This is an optimization exercise on Yosys and OpenROAD, whose aim is small area and a short achievable clock period, not a production implementation.
At most, simulation tests tie the RTL to the original design; equivalence was not proved.
No activity file was given, so power comes from the tool's default toggle rates.

==> flow/design.v (excerpt) <==
module wa_readout (
    input  wire         clk,
    input  wire         rst_n,
    input  wire         in_valid,
    input  wire [191:0] in_value,      
    input  wire [31:0]  in_wrap,       
    input  wire [4:0]   in_flags,      
    input  wire [3:0]   in_fmt,        
    input  wire [7:0]   in_shift,      
    input  wire         in_sr,         
    input  wire [23:0]  in_rand,       
    input  wire         in_ovf_inf,    
    output reg          out_valid,
    output reg  [31:0]  out_code,      
    output reg  [2:0]   out_fstat      
);
==> flow/config.mk <==
export PLATFORM = sky130hd
export DESIGN_NAME = wa_readout
export DESIGN_NICKNAME = wa_readout
export VERILOG_FILES = /design/flow/design.v
export SDC_FILE = /design/flow/constraint.sdc
export NUM_CORES = 8
export LEC_CHECK = 0
export CAP_MARGIN = 20
export CORE_MARGIN = 2
export CORE_UTILIZATION = 45
export SLEW_MARGIN = 20
export SYNTH_HIERARCHICAL = 1
==> flow/constraint.sdc <==
create_clock -name core_clock -period 28.0 [get_ports {clk}]
set_input_delay 5.6000 -clock core_clock [delete_from_list [all_inputs] [get_ports {clk}]]
set_output_delay 5.6000 -clock core_clock [all_outputs]
set_load 0.01 [all_outputs]
standard.sh (not shown) runs the stock make flow with config.mk's settings and CLKGATE_MAP_FILE= SYNTH_SCRIPT=/design/flow/synth_recipe.tcl, a recipe that flattens the netlist after the stock synthesis.
==> flow/flow/run.sh <==
#!/bin/bash
# Layout flow: the standard flow, with timing repair aimed at a period of
# about 7 ns (the clock is still the design's 28 ns; repair_timing is only
# asked for a larger setup margin) and single-drive buffers on the ports.
set -euo pipefail
bash standard.sh \
    SETUP_SLACK_MARGIN=21 \
    "BUFFER_PORTS_ARGS=-buffer_cell sky130_fd_sc_hd__buf_1" \
    finish > standard.log 2>&1
The baseline passed the timing, DRC and antenna checks.
Rerun with:
==> flow/flow/run.sh (replaced) <==
#!/bin/bash
# Layout flow: the standard flow with
#  - synthesis as the standard flow's, but ABC mapping for area only (flow/synth.tcl);
#  - single-drive buffers on the ports;
#  - a clock tree of fewer, larger sink clusters without dummy loads.
set -euo pipefail
export WA_FLOW_DIR="$PWD/flow"
bash standard.sh \
    "SYNTH_SCRIPT=$PWD/flow/synth.tcl" \
    SETUP_SLACK_MARGIN=21 \
    "BUFFER_PORTS_ARGS=-buffer_cell sky130_fd_sc_hd__buf_1" \
    "CTS_ARGS=-sink_clustering_enable -repair_clock_nets -dont_use_dummy_load -sink_clustering_size 25 -sink_clustering_max_diameter 150 -buf_list {sky130_fd_sc_hd__clkbuf_8 sky130_fd_sc_hd__clkbuf_16}" \
    finish > standard.log 2>&1
==> flow/flow/abc_area_min.script (new file) <==
&get -n
&st
&dch
&nf -a
&put
topo
==> flow/flow/synth.tcl (new file) <==
# The standard synthesis (synth_recipe.tcl), with one change: ABC maps for
# least area and leaves buffering and sizing to OpenROAD's repair steps.
proc synth {args} { yosys synth -nofsm -noshare {*}$args }
proc abc {args} {
  set i [lsearch $args -script]
  if {$i >= 0} { lset args [expr {$i + 1}] $::env(WA_FLOW_DIR)/abc_area_min.script }
  yosys abc {*}$args
}
source $::env(SCRIPTS_DIR)/synth.tcl
# left out here: clear keep_hierarchy, flatten, clean up, hide names made inside functions, write 1_2_yosys.v
- via count came out lower by 6.7%
- global-route usage drops by 1.8 points
- setup slack improves by 0.036 ns
- critical path depth rose by 1
- total power came out lower by 3.5%
- wire length fell by 13%
- design area went down by 7.5%
- hold slack gains 0.0095 ns
No functional check of the RTL was part of any run of this note.

* * *

wa_readout, a different RTL version from the one above (not shown whole).
Size in the first run: ~2,500 cells after synthesis, ~380 flip-flops, about 310 I/O pins.
export LEC_CHECK = 0
export CAP_MARGIN = 20
export CORE_MARGIN = 2
export CORE_UTILIZATION = 45
export SLEW_MARGIN = 20
export SYNTH_HIERARCHICAL = 1
export TNS_END_PERCENT = 0
create_clock -name core_clock -period 28.0 [get_ports {clk}]
==> flow/flow/run.sh <==
#!/bin/bash
# Layout flow: the standard flow with
#  - synthesis as the standard flow's, but ABC mapping for area only (flow/synth.tcl);
#  - single-drive buffers on the ports;
#  - a clock tree of fewer, larger sink clusters without dummy loads.
set -euo pipefail
export WA_FLOW_DIR="$PWD/flow"
bash standard.sh \
    "SYNTH_SCRIPT=$PWD/flow/synth.tcl" \
    SETUP_SLACK_MARGIN=21.3 \
    "BUFFER_PORTS_ARGS=-buffer_cell sky130_fd_sc_hd__buf_1" \
    "CTS_ARGS=-sink_clustering_enable -repair_clock_nets -dont_use_dummy_load -sink_clustering_size 25 -sink_clustering_max_diameter 150 -buf_list {sky130_fd_sc_hd__clkbuf_8 sky130_fd_sc_hd__clkbuf_16}" \
    finish > standard.log 2>&1
==> flow/flow/abc_area_min.script <==
&get -n
&st
&dch
&nf -a
&put
topo
==> flow/flow/synth.tcl <==
# The standard synthesis (synth_recipe.tcl), with one change: ABC maps for
# least area and leaves buffering and sizing to OpenROAD's repair steps.
proc synth {args} { yosys synth -nofsm -noshare {*}$args }
proc abc {args} {
  set i [lsearch $args -script]
  if {$i >= 0} { lset args [expr {$i + 1}] $::env(WA_FLOW_DIR)/abc_area_min.script }
  yosys abc {*}$args
}
source $::env(SCRIPTS_DIR)/synth.tcl
# left out here: clear keep_hierarchy, flatten, clean up, hide names made inside functions, write 1_2_yosys.v
Edit:
--- a/flow/flow/run.sh
+++ b/flow/flow/run.sh
@@ -8,5 +8,5 @@
 bash standard.sh \
     "SYNTH_SCRIPT=$PWD/flow/synth.tcl" \
-    SETUP_SLACK_MARGIN=21.3 \
+    SETUP_SLACK_MARGIN=21.2 \
     "BUFFER_PORTS_ARGS=-buffer_cell sky130_fd_sc_hd__buf_1" \
     "CTS_ARGS=-sink_clustering_enable -repair_clock_nets -dont_use_dummy_load -sink_clustering_size 25 -sink_clustering_max_diameter 150 -buf_list {sky130_fd_sc_hd__clkbuf_8 sky130_fd_sc_hd__clkbuf_16}" \
- TNS_END_PERCENT: 0 -> unset
Effect:
- utilization goes down by 0.30 points
- critical path depth shrinks by 1
- global-route usage goes down by 0.40 points
- combinational power is lower by a few percent
- total power falls slightly
- sequential cell count does not change
- worst setup slack got worse by 0.0065 ns
- register-to-register slack barely changes
Edit:
--- a/flow/flow/run.sh
+++ b/flow/flow/run.sh
@@ -8,5 +8,5 @@
 bash standard.sh \
     "SYNTH_SCRIPT=$PWD/flow/synth.tcl" \
-    SETUP_SLACK_MARGIN=21.2 \
+    SETUP_SLACK_MARGIN=21.3 \
     "BUFFER_PORTS_ARGS=-buffer_cell sky130_fd_sc_hd__buf_1" \
     "CTS_ARGS=-sink_clustering_enable -repair_clock_nets -dont_use_dummy_load -sink_clustering_size 25 -sink_clustering_max_diameter 150 -buf_list {sky130_fd_sc_hd__clkbuf_8 sky130_fd_sc_hd__clkbuf_16}" \
==> flow/flow/abc_area_min.script (replaced) <==
&get -n
&st
&dch -f
&nf -a -R 1000
&put
topo
The new run ran to the end with no violations; worst setup slack degrades by 0.045 ns; power increases by 7.9%; combinational power rose by about 10%; routed wire length rises by 3.1%; clock-buffer cell count is unchanged; global-route usage climbs by 1.6 points; sequential power increases by about 0.8%.
Edit:
==> flow/flow/abc_area_min.script (replaced) <==
&get -n
&st
&dch
&nf -a
&put
topo
- CORE_UTILIZATION: 45 -> 55
- PLACE_DENSITY: unset -> 0.7
What happened:
- The changed run completed with no timing, DRC or antenna violations
- routed wire length went down by 7.0%
- via count went up by 2.4%
- worst hold slack stays flat
- sequential share of layout area went up by 2.7 points
- die area went down by 15%
- first-iteration DRC count went up by 10%
- setup slack gets better by 0.080 ns
- count of clock-buffer cells in the layout does not change
- combinational power went down by 13%
- sequential power went up by about 2%

* * *

Setup of alpha:
wa_readout, a different RTL version from the one above (not shown whole).
Size: roughly 2500 cells after synthesis, roughly 380 flip-flops, about 310 I/O pins.
## wa_readout
module wa_readout (
    input  wire         clk,
    input  wire         rst_n,
    input  wire         in_valid,
    input  wire [191:0] in_value,      
    input  wire [31:0]  in_wrap,       
    input  wire [4:0]   in_flags,      
    input  wire [3:0]   in_fmt,        
    input  wire [7:0]   in_shift,      
    input  wire         in_sr,         
    input  wire [23:0]  in_rand,       
    input  wire         in_ovf_inf,    
    output reg          out_valid,
    output reg  [31:0]  out_code,      
    output reg  [2:0]   out_fstat      
);
Settings: LEC_CHECK=0, CAP_MARGIN=20, CORE_MARGIN=2, CORE_UTILIZATION=45, SLEW_MARGIN=20, SYNTH_HIERARCHICAL=1; clock period 28.0 ns.
==> flow/flow/run.sh <==
#!/bin/bash
# Layout flow: the standard flow with
#  - synthesis as the standard flow's, but ABC mapping for area only (flow/synth.tcl);
#  - single-drive buffers on the ports;
#  - a clock tree of fewer, larger sink clusters without dummy loads.
set -euo pipefail
export WA_FLOW_DIR="$PWD/flow"
bash standard.sh \
    "SYNTH_SCRIPT=$PWD/flow/synth.tcl" \
    SETUP_SLACK_MARGIN=21.45 \
    "BUFFER_PORTS_ARGS=-buffer_cell sky130_fd_sc_hd__buf_1" \
    "CTS_ARGS=-sink_clustering_enable -repair_clock_nets -dont_use_dummy_load -sink_clustering_size 25 -sink_clustering_max_diameter 150 -buf_list {sky130_fd_sc_hd__clkbuf_8 sky130_fd_sc_hd__clkbuf_16}" \
    finish > standard.log 2>&1
==> flow/flow/abc_area_min.script <==
&get -n
&st
&dch
&nf -a
&put
topo
Scripts as last shown in full above: flow/flow/synth.tcl
alpha | stages: all done | timing, DRC, antenna: all pass
diff inputs: alpha => beta
diff --git a/flow/flow/run.sh b/flow/flow/run.sh
--- a/flow/flow/run.sh
+++ b/flow/flow/run.sh
@@ -8,5 +8,5 @@
 bash standard.sh \
     "SYNTH_SCRIPT=$PWD/flow/synth.tcl" \
-    SETUP_SLACK_MARGIN=21.45 \
+    SETUP_SLACK_MARGIN=21.3 \
     "BUFFER_PORTS_ARGS=-buffer_cell sky130_fd_sc_hd__buf_1" \
     "CTS_ARGS=-sink_clustering_enable -repair_clock_nets -dont_use_dummy_load -sink_clustering_size 25 -sink_clustering_max_diameter 150 -buf_list {sky130_fd_sc_hd__clkbuf_8 sky130_fd_sc_hd__clkbuf_16}" \
Notes after the runs:
- Going from alpha to beta, power in sequential cells grows by about 0.7%.
- Compared with alpha, in beta number of antenna violations at the first check in global routing saw an increase, number of max-capacitance violations reported saw little to no change.
- beta completed end to end with timing, DRC and antenna clean.
No run of this note included a check of the RTL's function; only the layout flow was run.

* * *

## job 7200
RTL: one of the versions met above, not the one the previous note started from.
Size in the first run: roughly 310 I/O pins, about 21000 µm² of cells after synthesis.
export LEC_CHECK = 0
export CAP_MARGIN = 20
export CORE_MARGIN = 2
export CORE_UTILIZATION = 45
export SLEW_MARGIN = 20
export SYNTH_HIERARCHICAL = 1
create_clock -name core_clock -period 28.0 [get_ports {clk}]
==> flow/flow/run.sh <==
#!/bin/bash
# Layout flow: the standard flow with
#  - synthesis as the standard flow's, but ABC mapping for area only (flow/synth.tcl);
#  - single-drive buffers on the ports;
#  - a clock tree of fewer, larger sink clusters without dummy loads.
set -euo pipefail
export WA_FLOW_DIR="$PWD/flow"
bash standard.sh \
    "SYNTH_SCRIPT=$PWD/flow/synth.tcl" \
    SETUP_SLACK_MARGIN=21.3 \
    "BUFFER_PORTS_ARGS=-buffer_cell sky130_fd_sc_hd__buf_1" \
    "CTS_ARGS=-sink_clustering_enable -repair_clock_nets -dont_use_dummy_load -sink_clustering_size 25 -sink_clustering_max_diameter 150 -buf_list {sky130_fd_sc_hd__clkbuf_8 sky130_fd_sc_hd__clkbuf_16}" \
    finish > standard.log 2>&1
Scripts as last shown in full above: flow/flow/abc_area_min.script, flow/flow/synth.tcl
Edits applied to the flow inputs when going from job 7200 to job 7192:
diff --git a/flow/config.mk b/flow/config.mk
--- a/flow/config.mk
+++ b/flow/config.mk
@@ -9,3 +9,3 @@
 export CORE_MARGIN = 2
-export CORE_UTILIZATION = 45
+export CORE_UTILIZATION = 40
 export SLEW_MARGIN = 20
--- outcome ---
A slowest library cell on the worst path of dfxtp_1 is what job 7192 shows, while or4_4 belongs to job 7200. Clock net sink count delta (job 7192 -> job 7200): insignificant. Note that the count of standard-cell rows recorded for job 7200 amounts to 0.940 times the value seen in job 7192. Worst setup slack: job 7200 and job 7192 compared, lower one is job 7200.
The inputs of job 5462 differ from those of job 7192 as listed below.
diff --git a/flow/flow/run.sh b/flow/flow/run.sh
--- a/flow/flow/run.sh
+++ b/flow/flow/run.sh
@@ -9,3 +9,3 @@
     "SYNTH_SCRIPT=$PWD/flow/synth.tcl" \
-    SETUP_SLACK_MARGIN=21.3 \
+    SETUP_SLACK_MARGIN=21.4 \
     "BUFFER_PORTS_ARGS=-buffer_cell sky130_fd_sc_hd__buf_1" \
diff --git a/flow/config.mk b/flow/config.mk
--- a/flow/config.mk
+++ b/flow/config.mk
@@ -9,3 +9,3 @@
 export CORE_MARGIN = 2
-export CORE_UTILIZATION = 40
+export CORE_UTILIZATION = 45
 export SLEW_MARGIN = 20
Results
Looking at the reports, job 5462 completed the entire flow and the layout it produced met the timing, DRC and antenna checks.
Compared with job 7192, job 5462 shows length of the first detailed-routing pass in iterations lower by 2.
Hold slack delta (job 5462 -> job 7192): insignificant
Job 5462 ends up with a number of well taps that is about 12% lower than in job 7192.
Against job 7192, maximum number of pins on one net before global-route repair in job 5462 fell by more than 10%.
Job 5462 has worst-case headroom to the max-slew limit below what job 7192 had.
The setup clock skew after layout of job 5462 is lower than that of job 7192.
Job 5462 vs job 7192: total design power up slightly
Taking job 7192 as the reference, in job 5462 number of synthesized register bits shows no meaningful change, final core area utilization shows an increase of 6.0 points.
Job 5462 and job 7192 ended up with nearly the same signed area change from the synthesized netlist to the final layout.
Setup changes, job 5462 to job 427
diff --git a/flow/flow/run.sh b/flow/flow/run.sh
--- a/flow/flow/run.sh
+++ b/flow/flow/run.sh
@@ -9,3 +9,3 @@
     "SYNTH_SCRIPT=$PWD/flow/synth.tcl" \
-    SETUP_SLACK_MARGIN=21.4 \
+    SETUP_SLACK_MARGIN=21.3 \
     "BUFFER_PORTS_ARGS=-buffer_cell sky130_fd_sc_hd__buf_1" \
==> flow/flow/abc_area_min.script <==
&get -n
&st
&dch
&nf
&put
topo
==> comparison <==
- In summary, job 427 completed successfully, with a layout that passed the timing, DRC and antenna checks.
- Signed area change from the synthesized netlist to the final layout | job 427 below job 5462
- Job 5462 has a higher transition time at the pin with the least slew margin than job 427.
- Total chip power came out lower on job 427 than on job 5462.
- Taking job 5462 as the reference, in job 427 final critical path time including I/O delays and setup moved up; global-route usage level; worst slew margin relative to its limit moved up; count of clock-buffer cells in the layout level.
- The clock share of power of job 5462 and that of job 427 are within noise of each other.
- Job 427 against job 5462: met3 wire length climbed about 4.7%; fmax dropped 1.0 MHz.

[separate check: timing with driven ports]
No port has a modelled driver above. Below, the same layouts with a new extraction and two added sets of constraints.
Step 1 assumes that a clkbuf_16 drives the clock port and a buf_2 every other input.
Step 2 also shifts input and output timing later by t, the mid clock arrival at the registers, as if the neighbouring blocks saw the same clock.
Slacks: ideal / step 1 / step 2; pairs: ideal / step 1.
| run | t, ns | setup slack, ns | worst setup path at the end | worst slew at a driven data input, ns |
|---|---|---|---|---|
| the first run of note 1 | 0.655 | 21.130 / 21.130 / 21.130 | register to register | 0.08 |
| the second run of note 1 | 0.601 | 21.166 / 21.166 / 21.166 | register to register | 0.05 |
| the first run of note 2 | 0.604 | 21.339 / 21.318 / 21.254 | input to register | 0.05 |
| the second run of note 2 | 0.593 | 21.333 / 21.317 / 21.317 | input to register | 0.05 |
| the third run of note 2 | 0.605 | 21.288 / 21.288 / 21.288 | register to register | 0.04 |
| the fourth run of note 2 | 0.581 | 21.368 / 21.309 / 21.278 | input to register | 0.06 |
| alpha | 0.602 | 21.409 / 21.349 / 21.297 | input to register | 0.05 |
| beta | 0.611 | 21.365 / 21.305 / 21.267 | input to register | 0.05 |
| job 7200 | 0.594 | 21.367 / 21.319 / 21.317 | input to register | 0.05 |
| job 7192 | 0.607 | 21.389 / 21.332 / 21.263 | input to register | 0.05 |
| job 5462 | 0.607 | 21.412 / 21.352 / 21.276 | input to register | 0.05 |
| job 427 | 0.594 | 21.367 / 21.319 / 21.317 | input to register | 0.05 |
After both steps every run listed still meets setup and hold. For job 5462, which loses most, drivers alone change the setup slack by -0.060 ns; drivers and shift together by -0.136 ns.
